Source: an optimization exercise on an open RTL-to-GDS flow (aim: small area and a short achievable clock period). Production flows keep margins and buffers that such runs may drop. Function was checked by simulation only, so behaviour that the tests miss may differ from the original.

[design/flow/design.v]
module mxe_fp8_group (
    input  wire        clk,
    input  wire        rst,           
    input  wire        in_valid,
    input  wire [31:0] in_acc,        
    input  wire [15:0] in_a,          
    input  wire [15:0] in_b,          
    input  wire        in_fmt_a,      
    input  wire        in_fmt_b,
    input  wire [7:0]  in_scale_a,    
    input  wire [7:0]  in_scale_b,
    output reg         out_valid,
    output reg  [31:0] out_acc
);
    reg        v0;
    reg [31:0] acc_r;
    reg [15:0] a_r, b_r;
    reg        fa_r, fb_r;
    reg [7:0]  sa_r, sb_r;
    always @(posedge clk) begin
        if (rst) v0 <= 1'b0;
        else     v0 <= in_valid;
        acc_r <= in_acc;
        a_r   <= in_a;
        b_r   <= in_b;
        fa_r  <= in_fmt_a;
        fb_r  <= in_fmt_b;
        sa_r  <= in_scale_a;
        sb_r  <= in_scale_b;
    end
    wire [3:0] sa0, sa1, sb0, sb1;
    wire [5:0] xa0, xa1, xb0, xb1;      
    wire       na0, na1, nb0, nb1, ia0, ia1, ib0, ib1;
    fp8_dec dec_a0 (.x(a_r[7:0]),  .e5m2(fa_r), .sig(sa0), .ex(xa0), .nan(na0), .inf(ia0));
    fp8_dec dec_a1 (.x(a_r[15:8]), .e5m2(fa_r), .sig(sa1), .ex(xa1), .nan(na1), .inf(ia1));
    fp8_dec dec_b0 (.x(b_r[7:0]),  .e5m2(fb_r), .sig(sb0), .ex(xb0), .nan(nb0), .inf(ib0));
    fp8_dec dec_b1 (.x(b_r[15:8]), .e5m2(fb_r), .sig(sb1), .ex(xb1), .nan(nb1), .inf(ib1));
    wire scale_nan = (&sa_r) | (&sb_r);
    wire [9:0] sbase = {2'b00, sa_r} + {2'b00, sb_r} + 10'd222;
    wire [7:0] p0 = sa0 * sb0;
    wire [7:0] p1 = sa1 * sb1;
    wire [9:0] l0 = {3'd0, {1'b0, xa0} + {1'b0, xb0}} + sbase;
    wire [9:0] l1 = {3'd0, {1'b0, xa1} + {1'b0, xb1}} + sbase;
    wire p0_neg = a_r[7] ^ b_r[7];
    wire p1_neg = a_r[15] ^ b_r[15];
    wire p0_z = (sa0 == 4'd0) | (sb0 == 4'd0);
    wire p1_z = (sa1 == 4'd0) | (sb1 == 4'd0);
    wire p0_nan = na0 | nb0 | scale_nan | (ia0 & (sb0 == 4'd0)) | (ib0 & (sa0 == 4'd0));
    wire p1_nan = na1 | nb1 | scale_nan | (ia1 & (sb1 == 4'd0)) | (ib1 & (sa1 == 4'd0));
    wire p0_inf = ia0 | ib0;
    wire p1_inf = ia1 | ib1;
    wire        c_neg = acc_r[31];
    wire [7:0]  c_be  = acc_r[30:23];
    wire        c_hid = (c_be != 8'd0);
    wire        c_fz  = (acc_r[22:0] == 23'd0);
    wire        c_all = (&c_be);
    wire        c_nan = c_all & ~c_fz;
    wire        c_inf = c_all & c_fz;
    wire        c_z   = ~c_hid & c_fz;
    wire [9:0]  lc = {2'd0, c_be[7:1], c_be[0] | ~c_hid} + 10'd362;
    wire [2:0] m0, m1;
    wire [4:0] mc;
    msb8  u_m0 (.x(p0), .n(m0));
    msb8  u_m1 (.x(p1), .n(m1));
    msb24 u_mc (.x(acc_r[22:0]), .n(mc));
    wire [9:0] t0 = p0_z ? 10'd0 : l0 + {7'd0, m0};
    wire [9:0] t1 = p1_z ? 10'd0 : l1 + {7'd0, m1};
    wire [9:0] tc = c_hid ? {2'd0, c_be} + 10'd385 :
                    c_fz  ? 10'd0 : 10'd363 + {5'd0, mc};
    wire g01 = (t0 >= t1);
    wire g0c = (t0 >= tc);
    wire g1c = (t1 >= tc);
    wire [9:0] e = (g01 & g0c) ? t0 : (~g01 & g1c) ? t1 : tc;    
    wire [9:0] r0 = e - l0;
    wire [9:0] r1 = e - l1;
    wire [9:0] rc = e - lc;
    wire pinf = (c_inf & ~c_neg) | (p0_inf & ~p0_neg) | (p1_inf & ~p1_neg);
    wire ninf = (c_inf &  c_neg) | (p0_inf &  p0_neg) | (p1_inf &  p1_neg);
    wire sp_nan  = c_nan | p0_nan | p1_nan | (pinf & ninf);
    wire sp_inf  = pinf | ninf;
    wire sp_zero = c_z & p0_z & p1_z;
    wire sp_sign = sp_inf ? ninf : (c_neg & p0_neg & p1_neg);
    reg        v1;
    reg [23:0] c_sig1;
    reg        c_neg1, d0_1, d1_1;
    reg [7:0]  p0_1, p1_1;
    reg [5:0]  r0_1, r1_1;
    reg [6:0]  rc_1;
    reg [9:0]  e_1;
    reg        sp_1, sp_nan1, sp_inf1, sp_sign1;
    always @(posedge clk) begin
        if (rst) v1 <= 1'b0;
        else     v1 <= v0;
        c_sig1  <= {c_hid, acc_r[22:0]};
        c_neg1  <= c_neg;
        d0_1    <= p0_neg ^ c_neg;
        d1_1    <= p1_neg ^ c_neg;
        p0_1    <= p0;
        p1_1    <= p1;
        r0_1    <= (r0[9:6] != 4'd0) ? 6'd63 : r0[5:0];
        r1_1    <= (r1[9:6] != 4'd0) ? 6'd63 : r1[5:0];
        rc_1    <= (rc[9:7] != 3'd0) ? 7'd127 : rc[6:0];
        e_1     <= e;
        sp_1    <= sp_nan | sp_inf | sp_zero;
        sp_nan1 <= sp_nan;
        sp_inf1 <= sp_inf;
        sp_sign1 <= sp_sign;
    end
    wire [47:0] w0 = ({p0_1, 47'd0}) >> r0_1;
    wire [47:0] w1 = ({p1_1, 47'd0}) >> r1_1;
    wire [47:0] wc = ({c_sig1, 47'd0}) >> rc_1;
    wire [50:0] x0 = {3'd0, w0} ^ {51{d0_1}};
    wire [50:0] x1 = {3'd0, w1} ^ {51{d1_1}};
    wire [50:0] xc = {3'd0, wc};
    wire [50:0] cs_s = x0 ^ x1 ^ xc;
    wire [50:0] cs_c = (x0 & x1) | (x0 & xc) | (x1 & xc);
    wire [50:0] sum;
    bkadd #(51) u_add (.a(cs_s), .b({cs_c[49:0], d0_1}), .ci(d1_1), .s(sum));
    reg        v2;
    reg [50:0] sum2;
    reg        c_neg2;
    reg [9:0]  e_2;
    reg        sp_2, sp_nan2, sp_inf2, sp_sign2;
    always @(posedge clk) begin
        if (rst) v2 <= 1'b0;
        else     v2 <= v1;
        sum2     <= sum;
        c_neg2   <= c_neg1;
        e_2      <= e_1;
        sp_2     <= sp_1;
        sp_nan2  <= sp_nan1;
        sp_inf2  <= sp_inf1;
        sp_sign2 <= sp_sign1;
    end
    wire        neg = sum2[50];
    wire [49:0] u   = sum2[49:0] ^ {50{neg}};
    wire [5:0]  lz, tz;
    lzc50 u_lz (.x(u), .n(lz));
    tzc50 u_tz (.x(sum2[49:0]), .n(tz));
    wire [9:0] a_cap = e_2 - 10'd359;                  
    wire [6:0] a_lz  = {1'b0, lz} + 7'd25;
    wire       capped = (e_2 < 10'd359) || ({3'd0, a_lz} > a_cap);
    wire [6:0] a = (e_2 < 10'd359) ? 7'd0 : capped ? a_cap[6:0] : a_lz;
    wire [98:0] vsh = {{24{neg}}, sum2, 24'd0} << a;
    wire [23:0] q   = vsh[98:75];
    wire        g   = vsh[74];
    wire        st  = ({1'b0, tz} + {1'b0, a}) < 8'd50;
    wire [23:0] qq    = q ^ {24{neg}};
    wire        gg    = neg ? (g ^ st) : g;
    wire        carry = neg & ~g & ~st;
    wire        inc   = carry | (gg & (st | qq[0]));
    wire [24:0] qr    = {1'b0, qq} + {24'd0, inc};
    wire [23:0] qn    = qr[24] ? qr[24:1] : qr[23:0];
    wire [10:0] bexp  = {1'b0, e_2} - 11'd358 - {4'd0, a} + {10'd0, qr[24]};
    wire        ovf   = ~bexp[10] & (bexp[9:0] >= 10'd255);
    wire        s_zero = ~neg & (sum2[49:0] == 50'd0);
    wire        sgn    = c_neg2 ^ neg;
    reg [31:0] result;
    always @(*) begin
        if (sp_nan2)
            result = 32'h7FC0_0000;
        else if (sp_2)
            result = {sp_sign2, sp_inf2 ? 8'hFF : 8'h00, 23'd0};
        else if (s_zero)
            result = 32'h0000_0000;
        else if (qn[23] & ovf)
            result = {sgn, 8'hFF, 23'd0};
        else
            result = {sgn, qn[23] ? bexp[7:0] : 8'd0, qn[22:0]};
    end
    always @(posedge clk) begin
        if (rst) out_valid <= 1'b0;
        else     out_valid <= v2;
        out_acc <= result;
    end
endmodule
module fp8_dec (
    input  wire [7:0] x,
    input  wire       e5m2,
    output wire [3:0] sig,
    output wire [5:0] ex,
    output wire       nan,
    output wire       inf
);
    wire [3:0] e4 = x[6:3];
    wire [4:0] e5 = x[6:2];
    wire       h4 = (e4 != 4'd0);
    wire       h5 = (e5 != 5'd0);
    assign sig = e5m2 ? {h5, x[1:0], 1'b0} : {h4, x[2:0]};
    assign ex  = e5m2 ? {1'b0, e5[4:1], e5[0] | ~h5}
                      : {2'b00, e4[3:1], e4[0] | ~h4} + 6'd8;
    assign nan = e5m2 ? ((&e5) & (x[1:0] != 2'd0)) : (&x[6:0]);
    assign inf = e5m2 & (&e5) & (x[1:0] == 2'd0);
endmodule
module msb8 (input wire [7:0] x, output reg [2:0] n);
    integer i;
    always @(*) begin
        n = 3'd0;
        for (i = 0; i < 8; i = i + 1)
            if (x[i]) n = i[2:0];
    end
endmodule
module msb24 (input wire [22:0] x, output reg [4:0] n);
    integer i;
    always @(*) begin
        n = 5'd0;
        for (i = 0; i < 23; i = i + 1)
            if (x[i]) n = i[4:0];
    end
endmodule
module lzc50 (input wire [49:0] x, output reg [5:0] n);
    integer i;
    always @(*) begin
        n = 6'd50;
        for (i = 0; i < 50; i = i + 1)
            if (x[i]) n = 6'd49 - i[5:0];
    end
endmodule
module tzc50 (input wire [49:0] x, output reg [5:0] n);
    integer i;
    always @(*) begin
        n = 6'd50;
        for (i = 49; i >= 0; i = i - 1)
            if (x[i]) n = i[5:0];
    end
endmodule
module bkadd #(parameter N = 51) (input [N-1:0] a, b, input ci, output [N-1:0] s);
    localparam L = (N > 32) ? 6 : (N > 16) ? 5 : (N > 8) ? 4 : 3;
    wire [N-1:0] p0 = a ^ b;
    wire [N-1:0] g0 = a & b;
    reg [N-1:0] G, P;
    reg [N:0] c;
    integer i, l;
    always @(*) begin
        G = g0; P = p0;
        G[0] = g0[0] | (p0[0] & ci);
        for (l = 0; l < L; l = l + 1) begin
            for (i = 0; i < N; i = i + 1)
                if (i % (2 << l) == (2 << l) - 1) begin
                    G[i] = G[i] | (P[i] & G[i - (1 << l)]);
                    P[i] = P[i] & P[i - (1 << l)];
                end
        end
        for (l = L - 2; l >= 0; l = l - 1) begin
            for (i = 0; i < N; i = i + 1)
                if (i >= (3 << l) - 1 && i % (2 << l) == (1 << l) - 1) begin
                    G[i] = G[i] | (P[i] & G[i - (1 << l)]);
                    P[i] = P[i] & P[i - (1 << l)];
                end
        end
        c[0] = ci;
        for (i = 0; i < N; i = i + 1) c[i+1] = G[i];
    end
    assign s = p0 ^ c[N-1:0];
endmodule
[design/flow/run.sh]
#!/bin/bash
# synth_recipe.tcl (not shown) runs the flow's synth.tcl, then flattens the netlist and writes it again
# the make line also repeats each setting of config.mk as NAME=value (left out here)
make -C /OpenROAD-flow-scripts/flow DESIGN_CONFIG=/design/flow/config.mk WORK_HOME=/design/flow/orfs CLKGATE_MAP_FILE= SYNTH_SCRIPT=/design/flow/synth_recipe.tcl finish
[design/flow/config.mk]
export PLATFORM = sky130hd
export DESIGN_NAME = mxe_fp8_group
export DESIGN_NICKNAME = mxe_fp8_group
export VERILOG_FILES = /design/flow/design.v
export SDC_FILE = /design/flow/constraint.sdc
export NUM_CORES = 4
export LEC_CHECK = 0
export ABC_AREA = 1
export CAP_MARGIN = 20
export CORE_MARGIN = 2
export CORE_UTILIZATION = 40
export SLEW_MARGIN = 20
[design/flow/constraint.sdc]
create_clock -name core_clock -period 28.0 [get_ports {clk}]
set_input_delay 5.6000 -clock core_clock [delete_from_list [all_inputs] [get_ports {clk}]]
set_output_delay 5.6000 -clock core_clock [all_outputs]
set_load 0.01 [all_outputs]
==> notes.md <==
## critical path, delay by kind of cell, from the launching register on
family	cells	cell delay, ps
and+or+nand+nor	60	6260
adders and majority gates	8	2220
xor gates and xnor gates	4	600
buffers and inverters	8	1890
AOI/OAI and AO/OA	14	1800
DFF	1	490
## state kept, by name, indices dropped and copies added, names as in the netlist, 6 cells and up
signal / count
sum2: 51
acc_r: 32
out_acc: 32
c_sig1: 24
a_r: 16
b_r: 16
e_1: 10
e_2: 10
p0_1: 8
p1_1: 8
sa_r: 8
sb_r: 8
rc_1: 7
r0_1: 6
r1_1: 6
## cells in the mapped netlist (11+ instances only)
cell,instances
a211oi_1,11
a21oi_1,146
a31oi_1,24
buf_1,14
buf_2,40
buf_4,13
clkbuf_1,69
clkinv_1,14
dfxtp_1,260
fa_1,102
ha_1,207
inv_1,520
mux2i_1,18
nand2_1,1039
nand3_1,563
nand3_2,13
nand4_1,30
nor2_1,310
nor2_2,21
nor2_4,14
nor3_1,35
nor4_1,18
o21ai_0,239
o21ai_1,12
o21bai_1,19
or2_2,16
xnor2_1,73
xor2_1,173
## final timing paths
path / from / endpoint / slack (ps) / cells after the start
worst max-delay path: sum2[50] / out_acc[21] / 14530 / 94
worst min-delay path: e_1[2] / e_2[2] / 330 / 0
worst max register to register: sum2[50] / out_acc[21] / 14530 / 94
worst min register to register: e_1[2] / e_2[2] / 330 / 0
## final cells by class
| type | count | area, µm² | area share [%] |
|---|---|---|---|
| Clock inverter | 18 | 233 | 0.784 |
| Multi-Input combinational cell | 3172 | 19000 | 64.0 |
| Tap cell | 873 | 1090 | 3.68 |
| Sequential cell | 260 | 5210 | 17.5 |
| Clock buffer | 35 | 788 | 2.66 |
| Timing Repair Buffer | 136 | 1310 | 4.43 |
| Inverter | 544 | 2050 | 6.90 |
## per-layer routing
metal | vias to the layer above | wire, µm
met1 | 11824 | 36200
met4 | 0 | 3060
met3 | 159 | 3930
met2 | 736 | 39300
li1 | 13374 | -
met5 | - | 0
## through the flow
stage | hold WS, ps | area [µm²] | setup slack, ps | cells
floorplan | 310 | 27000 | 17640 | 4123
global placement | 311 | 28700 | 14720 | 4985
detailed placement | 312 | 28700 | 14550 | 4985
CTS | 326 | 29700 | 14510 | 5038
global route | 333 | 29700 | 12810 | 5038
finish | 326 | 29700 | 14530 | 5038
## cells by family after synthesis
kind of cell               share of synthesized area, %
adders and majority gates                          17.2
AOI/OAI and AO/OA                                  10.7
and+or+nand+nor                                    33.8
buffers and inverters                              10.4
DFF                                                19.3
muxes                                             0.668
xor gates and xnor gates                           7.99
==> results by group <==
Die
  • Die area: roughly 69000 µm²
  • Boundary Pins: 118
  • Initial core utilization: approximately two fifths
  • Cell Rows: between 90 and 100
  • DIE WIDTH: 264 µm
  • Core area: ~67000 µm²
  • Die height: between 200 and 300 µm

Timing
  • Part of the cycle the worst path needs: around half
  • Worst Skew: 44.5 ps
  • Endpoints failing hold: 0
  • RSZ-0062 raised after global routing: no
  • Final setup violating endpoints: 0
  • Pins Over Slew Limit: 0
  • Max Freq: around 74 MHz
  • Min Tclk post-route: between 10000 and 15000 ps
  • Max_slew headroom: between 20% and 30%
  • Worst slew pin tran: approximately 1100 ps
  • Setup tns final: 0 ps

Cells and area
  • Layout area overhead: 10.1%
  • Final core occ: between 40 and 50%
  • Fraction of layout cells with a size suffix above 1: ~4%
  • Commonest non-fill, non-tap cell in the layout: nand2_1
  • Antenna diodes: 0
  • Fin nets: roughly 4500
  • Fill count: 7067
  • Most frequent cells in the layout: nand2_1 (1039), nand3_1 (563), inv_1 (520), nor2_1 (310), dfxtp_1 (259)

Clocking
  • CTS Sinks: 260
  • Root buf cell: clkbuf_16
  • Clock latency (worst-skew pair): approximately 600 ps
  • TritonCTS clock tree: built
  • Cts hold-fix bufs: 0
  • Clock tree buffer depth: 3
  • CTS Buf Count: 29
  • Setup Fix Bufs, Post-CTS: 0
  • H-Tree Depth: 1
  • Worst-path clk slew: about 70 ps
  • # resized after CTS: 0

Logic synthesis
  • Post-synth EDFFs: 0
  • Synth top area cells: dfxtp_1 (19%), nand2_1 (14%), nand3_1 (10%)
  • Post-Synthesis Cells: roughly 4000
  • Yosys warning count: 6
  • Syn Std Cell Area: 27000 µm²
  • Post-synthesis sequential area ratio: 19.3%
  • Mean area per synthesized cell: around 6.5 µm²
  • Distinct cells, synth: 59
  • Seq cells post-synth: 260
  • Yosys top cell area share: between 10% and 20%
  • Async S/R FF share, synth: 0%
  • Yosys top cell by area: dfxtp_1
  • Top_reg_cell synth: dfxtp_1
  • Synth Net Count: 4517

Critical path
  • CP arrival: 13960 ps
  • Crit-path max FO: 60
  • WS Path Type: flip-flop to flip-flop
  • Setup crit start kind: flip-flop
  • CP max stage delay: between 500 and 600 ps
  • Critical path's most frequent cell: nand2_1
  • Critical Path RT: ~28000 ps
  • CP endpoint kind: flip-flop
  • CP max-delay cell: buf_4

GRT
  • Vias in the first global route: between 20000 and 25000
  • Largest net degree at the start of global routing: a little over 60
  • First-pass GRT wire length: roughly 130000 µm
  • Initial antenna violation count: 0
  • Met3 Use GR: 2.23%
  • M1 GR Usage: slightly above 30%
  • Overall routing resource usage: a little under a quarter
  • GR Util met2: 40.9%
  • Busiest grt layer: met2
  • GRT overflow: 0

Drt
  • Via density: approximately 5.2
  • Drt first pass iters: 6
  • Final WL: 82500 µm
  • Vias post-DR: between 20000 and 30000
  • DR iter-0 viols: 2170
  • Wire per inst: roughly 16 µm
  • Post-route ant nets: 0
  • Drt drc: 0

Placement
  • RD Place Congestion: 1.00
  • Port bufs: between 100 and 150
  • DP HPWL: roughly 67000 µm

Run status
  • Status: complete, no violations

Hold path
  • Worst hold path class: flip-flop to flip-flop

Job
  • Max-Cap Viols: 0

[what the ideal ports hide]
Ports are ideal in the flow. The routed layout listed here was re-timed in OpenROAD.
Step 1 sets driving cells, clkbuf_16 on the clock port and buf_2 on the other inputs (assumed; they add their load-dependent delay and slew).
Step 2 moves the port delays by t, midway between the first and last clock arrival at a register: inputs arrive t later, outputs are due t later. That takes back most of the time a late clock gives input paths.
Three values: ideal, step 1, step 2; two values: the first two.
shift t [ns]: 0.641
setup slack, ns: 14.531 / 14.531 / 14.531
worst setup path after step 2: register to register
clock arrival spread, ns: 0.044 / 0.044
worst register clock-pin slew, ns: 0.08 / 0.08
After both steps this run still meets setup and hold. The setup slack of this run moves by 0.000 ns with the drivers and by 0.000 ns with both steps.
